This design comes from an exercise in tuning for small area, a short achievable clock period and few clock cycles per item on the open sky130 flow, not from production work.
RTL that was checked went through simulation tests only; none was proved equivalent to the original.
For run 2, only the layout was checked, not whether the RTL still works.
Power and IR drop assume default switching activity.

==> flow/design.v (outline; a module is shown in full before it is edited, if it fits) <==
// module mdu36: 2925 lines
// module mdu36_lzc: 40 lines
// module mdu36_add36: 176 lines
// module mdu36_add38: 184 lines
module mdu36 (
    input  wire        clk,
    input  wire        rst,
    input  wire        start,
    input  wire [3:0]  op,
    input  wire        ctm,
    input  wire [35:0] a,
    input  wire [35:0] b,
    input  wire [71:0] c,
    output wire        ready,
    output reg         done,
    output wire [35:0] result,
    output wire [35:0] result_hi,
    output reg         dz,
    output reg         ovf,
    output reg         trap
);
  // ...
==> flow/flow/run.sh <==
#!/bin/bash
set -euo pipefail
bash standard.sh BUFFER_PORTS_ARGS="-buffer_cell sky130_fd_sc_hd__buf_2" SETUP_SLACK_MARGIN=5.5 finish > standard_flow.log 2>&1
==> flow/standard.sh <==
#!/bin/bash
# synth_recipe.tcl (not shown) runs the flow's synth.tcl, then flattens the netlist and writes it again
# the make line also repeats each setting of config.mk as NAME=value (left out here)
make -C /OpenROAD-flow-scripts/flow DESIGN_CONFIG=/design/flow/config.mk WORK_HOME=/design/flow/orfs CLKGATE_MAP_FILE= SYNTH_SCRIPT=/design/flow/synth_recipe.tcl "${@:-finish}"
==> flow/config.mk <==
export PLATFORM = sky130hd
export DESIGN_NAME = mdu36
export DESIGN_NICKNAME = mdu36
export VERILOG_FILES = /design/flow/design.v
export SDC_FILE = /design/flow/constraint.sdc
export NUM_CORES = 4
export LEC_CHECK = 0
export CAP_MARGIN = 20
export CORE_MARGIN = 2
export CORE_UTILIZATION = 40
export SETUP_SLACK_MARGIN = 5
export SLEW_MARGIN = 20
==> flow/constraint.sdc <==
create_clock -name core_clock -period 13.0 [get_ports {clk}]
set_input_delay 2.6000 -clock core_clock [delete_from_list [all_inputs] [get_ports {clk}]]
set_output_delay 2.6000 -clock core_clock [all_outputs]
set_load 0.01 [all_outputs]
==> results.toml, run 1 <==
[run_status]
status = "no timing/DRC/antenna violations"

[routing]
drt_wl_total_um = 296900
wl_met3_um = 35670

[logic_synthesis]
netlist_area_um2 = 64850
ys_top_cells_by_count = "inv_1, fa_1, a22oi_1, xor2_1, ha_1"
synth_top_cell_by_area = "fa_1"
ys_ff_latch = 354
yosysTopAreaCellShare_pct = 25.68
synth_compound_area_share_pct = 20.19
syn_avg_cell_area_um2 = 8.865

[critical_path]
crit_chain = "fa_2 > ha_1 > a21o_1 > a21o_1 > a21oi_1 > o21ai_0 > a21oi_1 > o21ai_0 > a31oi_2 > o21bai_1 > xnor2_2 > buf_4 > o221ai_1 > o21ai_0 > buf_2"
rr_worst_depth = 33
worstSetupPathType = "reg2out"
crit_path_top_delay_cell = "fa_2"

[sta]
finalCritPeriodShare_pct = 58.67
hold_viol_final = 0
min_period_ns = 7.627
worst_pin_slew_ns = 1.117

[clock_tree]
cts.hold.buffers_added = 0
cts_tree = "yes"
clock_latency_ns = 0.69
cts_resized = 335
htree_levels = 2

[placement]
dp_hpwl_um = 209300

[final_layout]
design.seq.count = 354
clock_cell_area_share_pct = 2.000
design_area_um2 = 75460

[pwr]
p_comb_share_pct = 86.1
p_leak_nw = 32.66
p_comb_mw = 20.6

[global_route]
antenna_found_initial = 23
grt.busiest_layer = "met2"
Testbench counts, summed over its fixed seeds: cycles 24,010, ops 16,000.
==> run 2: changes to the inputs <==
--- a/flow/design.v
+++ b/flow/design.v
@@ -2741,71 +2741,81 @@
     wire [5:0]  lza, lzb;
     mdu36_lzc u_lza (.x(a ^ {36{a_neg}}), .n(lza));
     mdu36_lzc u_lzb (.x(b ^ {36{b_neg}}), .n(lzb));
     wire [6:0]  kd  = {1'b0, lzb} - {1'b0, lza} + {6'd0, a_neg};
     wire        kneg = kd[6];
     wire [41:0] b_sh3  = {{(42-39){1'b0}}, b_mag, 3'b000};
     wire [41:0] d_init = b_sh3 << {kd[5:2], 2'b00};
     wire [3:0]  dit    = {1'b0, kd[5:2]} + 4'd1;
-    reg  [41:0] sqb;
     reg  [3:0]  sqit;
     always @(*) begin
         case (lza)
-            6'd0: begin sqb = 42'h4000000000; sqit = 4'd5; end
-            6'd1: begin sqb = 42'h4000000000; sqit = 4'd5; end
-            6'd2: begin sqb = 42'h4000000000; sqit = 4'd5; end
-            6'd3: begin sqb = 42'h4000000000; sqit = 4'd5; end
-            6'd4: begin sqb = 42'h40000000; sqit = 4'd4; end
-            6'd5: begin sqb = 42'h40000000; sqit = 4'd4; end
-            6'd6: begin sqb = 42'h40000000; sqit = 4'd4; end
-            6'd7: begin sqb = 42'h40000000; sqit = 4'd4; end
-            6'd8: begin sqb = 42'h40000000; sqit = 4'd4; end
-            6'd9: begin sqb = 42'h40000000; sqit = 4'd4; end
-            6'd10: begin sqb = 42'h40000000; sqit = 4'd4; end
-            6'd11: begin sqb = 42'h40000000; sqit = 4'd4; end
-            6'd12: begin sqb = 42'h400000; sqit = 4'd3; end
-            6'd13: begin sqb = 42'h400000; sqit = 4'd3; end
-            6'd14: begin sqb = 42'h400000; sqit = 4'd3; end
-            6'd15: begin sqb = 42'h400000; sqit = 4'd3; end
-            6'd16: begin sqb = 42'h400000; sqit = 4'd3; end
-            6'd17: begin sqb = 42'h400000; sqit = 4'd3; end
-            6'd18: begin sqb = 42'h400000; sqit = 4'd3; end
-            6'd19: begin sqb = 42'h400000; sqit = 4'd3; end
-            6'd20: begin sqb = 42'h4000; sqit = 4'd2; end
-            6'd21: begin sqb = 42'h4000; sqit = 4'd2; end
-            6'd22: begin sqb = 42'h4000; sqit = 4'd2; end
-            6'd23: begin sqb = 42'h4000; sqit = 4'd2; end
-            6'd24: begin sqb = 42'h4000; sqit = 4'd2; end
-            6'd25: begin sqb = 42'h4000; sqit = 4'd2; end
-            6'd26: begin sqb = 42'h4000; sqit = 4'd2; end
-            6'd27: begin sqb = 42'h4000; sqit = 4'd2; end
-            6'd28: begin sqb = 42'h40; sqit = 4'd1; end
-            6'd29: begin sqb = 42'h40; sqit = 4'd1; end
-            6'd30: begin sqb = 42'h40; sqit = 4'd1; end
-            6'd31: begin sqb = 42'h40; sqit = 4'd1; end
-            6'd32: begin sqb = 42'h40; sqit = 4'd1; end
-            6'd33: begin sqb = 42'h40; sqit = 4'd1; end
-            6'd34: begin sqb = 42'h40; sqit = 4'd1; end
-            6'd35: begin sqb = 42'h40; sqit = 4'd1; end
-            6'd36: begin sqb = 42'd0; sqit = 4'd0; end
-            default: begin sqb = 42'd0; sqit = 4'd0; end
+            6'd0: sqit = 4'd5;
+            6'd1: sqit = 4'd5;
+            6'd2: sqit = 4'd5;
+            6'd3: sqit = 4'd5;
+            6'd4: sqit = 4'd4;
+            6'd5: sqit = 4'd4;
+            6'd6: sqit = 4'd4;
+            6'd7: sqit = 4'd4;
+            6'd8: sqit = 4'd4;
+            6'd9: sqit = 4'd4;
+            6'd10: sqit = 4'd4;
+            6'd11: sqit = 4'd4;
+            6'd12: sqit = 4'd3;
+            6'd13: sqit = 4'd3;
+            6'd14: sqit = 4'd3;
+            6'd15: sqit = 4'd3;
+            6'd16: sqit = 4'd3;
+            6'd17: sqit = 4'd3;
+            6'd18: sqit = 4'd3;
+            6'd19: sqit = 4'd3;
+            6'd20: sqit = 4'd2;
+            6'd21: sqit = 4'd2;
+            6'd22: sqit = 4'd2;
+            6'd23: sqit = 4'd2;
+            6'd24: sqit = 4'd2;
+            6'd25: sqit = 4'd2;
+            6'd26: sqit = 4'd2;
+            6'd27: sqit = 4'd2;
+            6'd28: sqit = 4'd1;
+            6'd29: sqit = 4'd1;
+            6'd30: sqit = 4'd1;
+            6'd31: sqit = 4'd1;
+            6'd32: sqit = 4'd1;
+            6'd33: sqit = 4'd1;
+            6'd34: sqit = 4'd1;
+            6'd35: sqit = 4'd1;
+            6'd36: sqit = 4'd0;
+            default: sqit = 4'd0;
         endcase
     end
     wire [3:0]  it_init = in_sqrt ? sqit : ((bzero | kneg) ? 4'd0 : dit);
     reg  [35:0] dr;           
     reg  [41:0] dd;           
-    reg  [41:0] dq;           
     reg  [35:0] dz_q;         
     reg  [3:0]  itc;          
     reg  [3:0]  tcnt;         
     reg         ctm_r, negq_r, negr_r;
     wire [35:0] r0 = dr;
     wire [41:0] d0 = dd;
-    wire [41:0] q0 = dq;
+    reg  [41:0] q0;
+    always @(*) begin
+        q0 = 42'd0;
+        if (sq_r)
+            case (itc)
+                4'd1: q0 = 42'h40;
+                4'd2: q0 = 42'h4000;
+                4'd3: q0 = 42'h400000;
+                4'd4: q0 = 42'h40000000;
+                4'd5: q0 = 42'h4000000000;
+                default: q0 = 42'd0;
+            endcase
+    end
     wire [35:0] z0 = dz_q;
     wire [41:0] s0_x1  = d0 | q0;
     wire [41:0] s0_x2a = {1'b0, d0[41:1]} | {2'b00, q0[41:2]};
     wire [41:0] s0_x2b = {1'b0, d0[41:1]} | q0 | {2'b00, q0[41:2]};
     wire        s0_o1  = |s0_x1[41:36];
     wire        s0_o2a = |s0_x2a[41:36];
     wire        s0_o2b = |s0_x2b[41:36];
     wire [35:0] s0_d1, s0_d2a;
@@ -2862,22 +2872,20 @@
                       ({42{s1_g2}} & {2'b00, q1[41:2]});
     wire [41:0] q2 = {4'b0000, q1[41:4]};
     wire [35:0] z2 = {z1[33:0], s1_c1, s1_g2};
     wire        running = busy & (itc != 4'd0);
     always @(posedge clk) begin
         if (acc & ~in_mul) begin
             dr <= a_mag;
             dd <= in_sqrt ? 42'd0 : d_init;
-            dq <= in_sqrt ? sqb : 42'd0;
             dz_q <= bzero ? a_mag : 36'd0;
         end else if (running) begin
             dr <= r2;
             dd <= d2;
-            dq <= q2;
             dz_q <= z2;
         end
     end
     always @(posedge clk) begin
         if (acc) begin
             mq_r   <= in_mulq;
             sat_r  <= in_mulq & (a == 36'h800000000) & (b == 36'h800000000);
             mul_r  <= in_mul;
==> flow/run.sh (new file) <==
#!/bin/bash
# synth_recipe.tcl (not shown) runs the flow's synth.tcl, then flattens the netlist and writes it again
# the make line also repeats each setting of config.mk as NAME=value (left out here)
make -C /OpenROAD-flow-scripts/flow DESIGN_CONFIG=/design/flow/config.mk WORK_HOME=/design/flow/orfs CLKGATE_MAP_FILE= SYNTH_SCRIPT=/design/flow/synth_recipe.tcl finish
removed: flow/flow/run.sh
removed: flow/standard.sh
==> run 2 against run 1 <==
Utilization shrank 0.90 points. Worst setup slack lost 0.36 ns. Still clean. Global-route usage shrank 0.58 points. First-iteration DRC count shrank 18%. Critical path type is now reg2reg. Maximum frequency shrank 4.5%. Clock power grew 8%. Power shrank 0.25%. Highest routed layer unchanged. Critical path depth grew 24. Critical endpoint is now dr[35].
==> results.toml, run 2 <==
[run_status]
status = "no timing/DRC/antenna violations"

[final_layout]
mostFrequentLayoutCell = "inv_1"
finish.utilization_pct = 46.05
final_layout_size_suffix_gt1_share_pct = 11.62
design_area_um2 = 73940
fill_cells = 15500
largest_registers = "pc (72), ps (72), pt (70)"
area_growth_pct = 14.21
final_nets = 8799
mostFrequentLayoutCells = "inv_1, fa_1, a22oi_1"

[clock_tree]
cts_tree = "yes"
clk_pin_slew_ns = 0.06
clockBufferDepth = 3
cts_buffers = 47
root_buffer = "clkbuf_16"
clock_latency_ns = 0.65
cts.hold.buffers_added = 0
cts.sinks = 349
htree_levels = 2

[global_route]
grt_pass1_wl_um = 417200
antenna_found_initial = 15
grt-ovfl-total = 0
track_usage_pct = 34.60
grt_pass1_vias = 60270
grt_start_max_net_pins = 63

[critical_path]
crit_path_top_delay_cell = "fa_1"
worstSetupPathType = "reg2reg"
crit_required_ns = 13.39
rr_worst_depth = 39
cp-start-kind = "register"
cpPeakStageDelay_ns = 0.50
cp.arrival_ns = 8.38
cp_max_fo = 9
cp-end-kind = "register"

[placement]
postPlaceCellArea_um2 = 69050
dp_hpwl_um = 210700
place_congestion = 1.039
io_buffers = 228

[job]
max-cap-violations = 0

[sta]
skew_ns = 0.01587
setup_viol = 0
min_period_ns = 7.988
finalCritPeriodShare_pct = 61.45
fin_hold_ws_ns = 0.5741
hold_viol_final = 0
worst_pin_slew_ns = 1.316
finalSetupTns_ns = 0
timing.slew.headroom_pct = 12.29
rsz0062_at_grt = "true"
fmax_mhz = 125.2
drv_slew = 0

[logic_synthesis]
yosysTopAreaCellShare_pct = 25.73
ys_async_sr_fraction_pct = 0
ys_top_cells_by_count = "inv_1, fa_1, a22oi_1, xor2_1, ha_1"
synth_nets = 8750
netlist_area_um2 = 64740
synth_enable_flop_cells = 129
ys_ff_latch = 349
yosys_warnings = 1
netlist_instances = 7268
yosys.cell_count.top_type = "inv_1"
syn_avg_cell_area_um2 = 8.907
synth_seq_area_share_pct = 12.79
ys.flop_type = "dfxtp_1"
synth_top_cell_by_area = "fa_1"
synth_cell_types = 108
synthTopCellsByArea = "fa_1, ha_1, a22oi_1, dfxtp_1, xor2_1"

[routing]
drt_wl_total_um = 290700
detail_route.vias_per_cell = 6.196
drt_iter0_markers = 6723
dr.pass1.iters = 9
wl_per_cell_um = 30.53
ant_nets = 0
drc = 0
num_vias = 59000

[pwr]
p_leak_nw = 31.78
cellPowerDensity_nw_per_um2 = 323.2
post-layout-total-power_mw = 23.90
ir_worst_vdd_v = 0.0003360

[worst_hold_path]
hold_class = "reg2reg"
worstHoldPathCells = 2

[floorplanning]
core_area_um2 = 160600
die-area_um2 = 165100
chipHeight_um = 406.3
die_x_um = 406.3
initial_core_util_pct = 40.32
ios = 229
row_count = 147
## run 2: cell types whose count changed in the layout (fill, tap and decap cells not counted), moves of 25 or more
cell             before  now
a21oi_1             293  324
clkdlybuf4s50_1       0  185
buf_6                46    7
ha_4                 41   13
inv_1               821  846
buf_2               223   38
buf_4               392  280
ha_1                442  472
## run 2: timing repair
action | 4_1_cts | 5_1_grt
pin swaps | 40 | 100
setup endpoints to repair | 139 | 128
buffers inserted | 74 | 77
gates resized for setup | 147 | 237
cloned | 4 | 10
## run 2: stage by stage
step                cells  setup WS [ns]
floorplan            7268          4.994
global placement     9263          3.103
detailed placement   9263          2.994
CTS                  9428          4.996
global route         9516          4.702
finish               9522          5.012
## run 2: worst max-delay path: cells and delay by family (launching register included)
family	cells	cell delay, ns
buffers and inverters	7	0.76
XOR/XNOR	1	0.15
AO/OA/AOI/OAI	15	2.41
flip-flops	1	0.38
adder cells (fa/ha/maj)	6	2.12
AND/OR/NAND/NOR	10	1.89
## run 2: path summary, 6_finish.rpt
path / end / slack, ns / start
worst min register to register: dz_q[33] / 0.57 / dz_q[29]
worst min-delay path: dz_q[33] / 0.57 / dz_q[29]
worst max register to register: dr[35] / 5.01 / itc[0]
worst max-delay path: dr[35] / 5.01 / itc[0]
## run 2: cell families (layout without fill, tap and decap cells)
logic type,Yosys count,after routing,synth area share (%)
AOI/OAI and AO/OA,1923,1925,20.15
muxes,112,112,1.759
DFF,349,349,12.79
other,0,7,0
xor gates and xnor gates,965,965,13.07
buffers and inverters,1430,1514,8.392
adders and majority gates,1330,1330,35.35
and+or+nand+nor,1159,1160,8.494
## run 2: final cells by class
cell class	count	area, µm²	area share (%)
multi-input combinational	5492	52940	71.60
sequential	349	8288	11.21
timing repair buffer	549	4980	6.735
inverter	877	3341	4.518
tap	2160	2703	3.655
clock buffer	61	1365	1.846
clock inverter	26	294.0	0.3977
antenna	7	17.52	0.02369
timing repair inverter	1	7.507	0.01015
## run 2: power by group
part,switching (mW),internal [mW]
Clock,0.599,0.829
Sequential,0.307,1.70
Combinational,12.3,8.19
## run 2: layer usage
metal,up-vias,GRT usage [%],wire [µm]
met1,29600,44.42,111400
met2,3728,52.75,127200
met4,10,21.07,21380
met3,952,8.036,30630
met5,-,0,67
li1,24720,-,-

-- static timing again, ports no longer ideal --
The results above use ideal ports. As a check the final layouts listed here were re-extracted and re-timed, cells and wires unchanged.
Step 1 assumes that a clkbuf_16 drives the clock port and a buf_2 every other input.
Step 2, shift: input delay + t, output delay - t, t = (earliest + latest rising clock arrival at the registers) / 2. This alone moves slack from input paths to output paths.
a / b / c = ideal / step 1 / step 2; a / b = the first two.
run	t, ns	slack for setup (ns)	worst setup path after step 2	slew at the worst register clock pin (ns)
run 1	0.748	5.373 / 5.292 / 4.870	input to register	0.08 / 0.08
run 2	0.729	5.012 / 5.012 / 4.449	input to register	0.08 / 0.08
After both steps setup and hold are still met in every run listed. The setup slack of run 2, which loses most, moves by 0.000 ns with the drivers and by -0.563 ns with both steps.
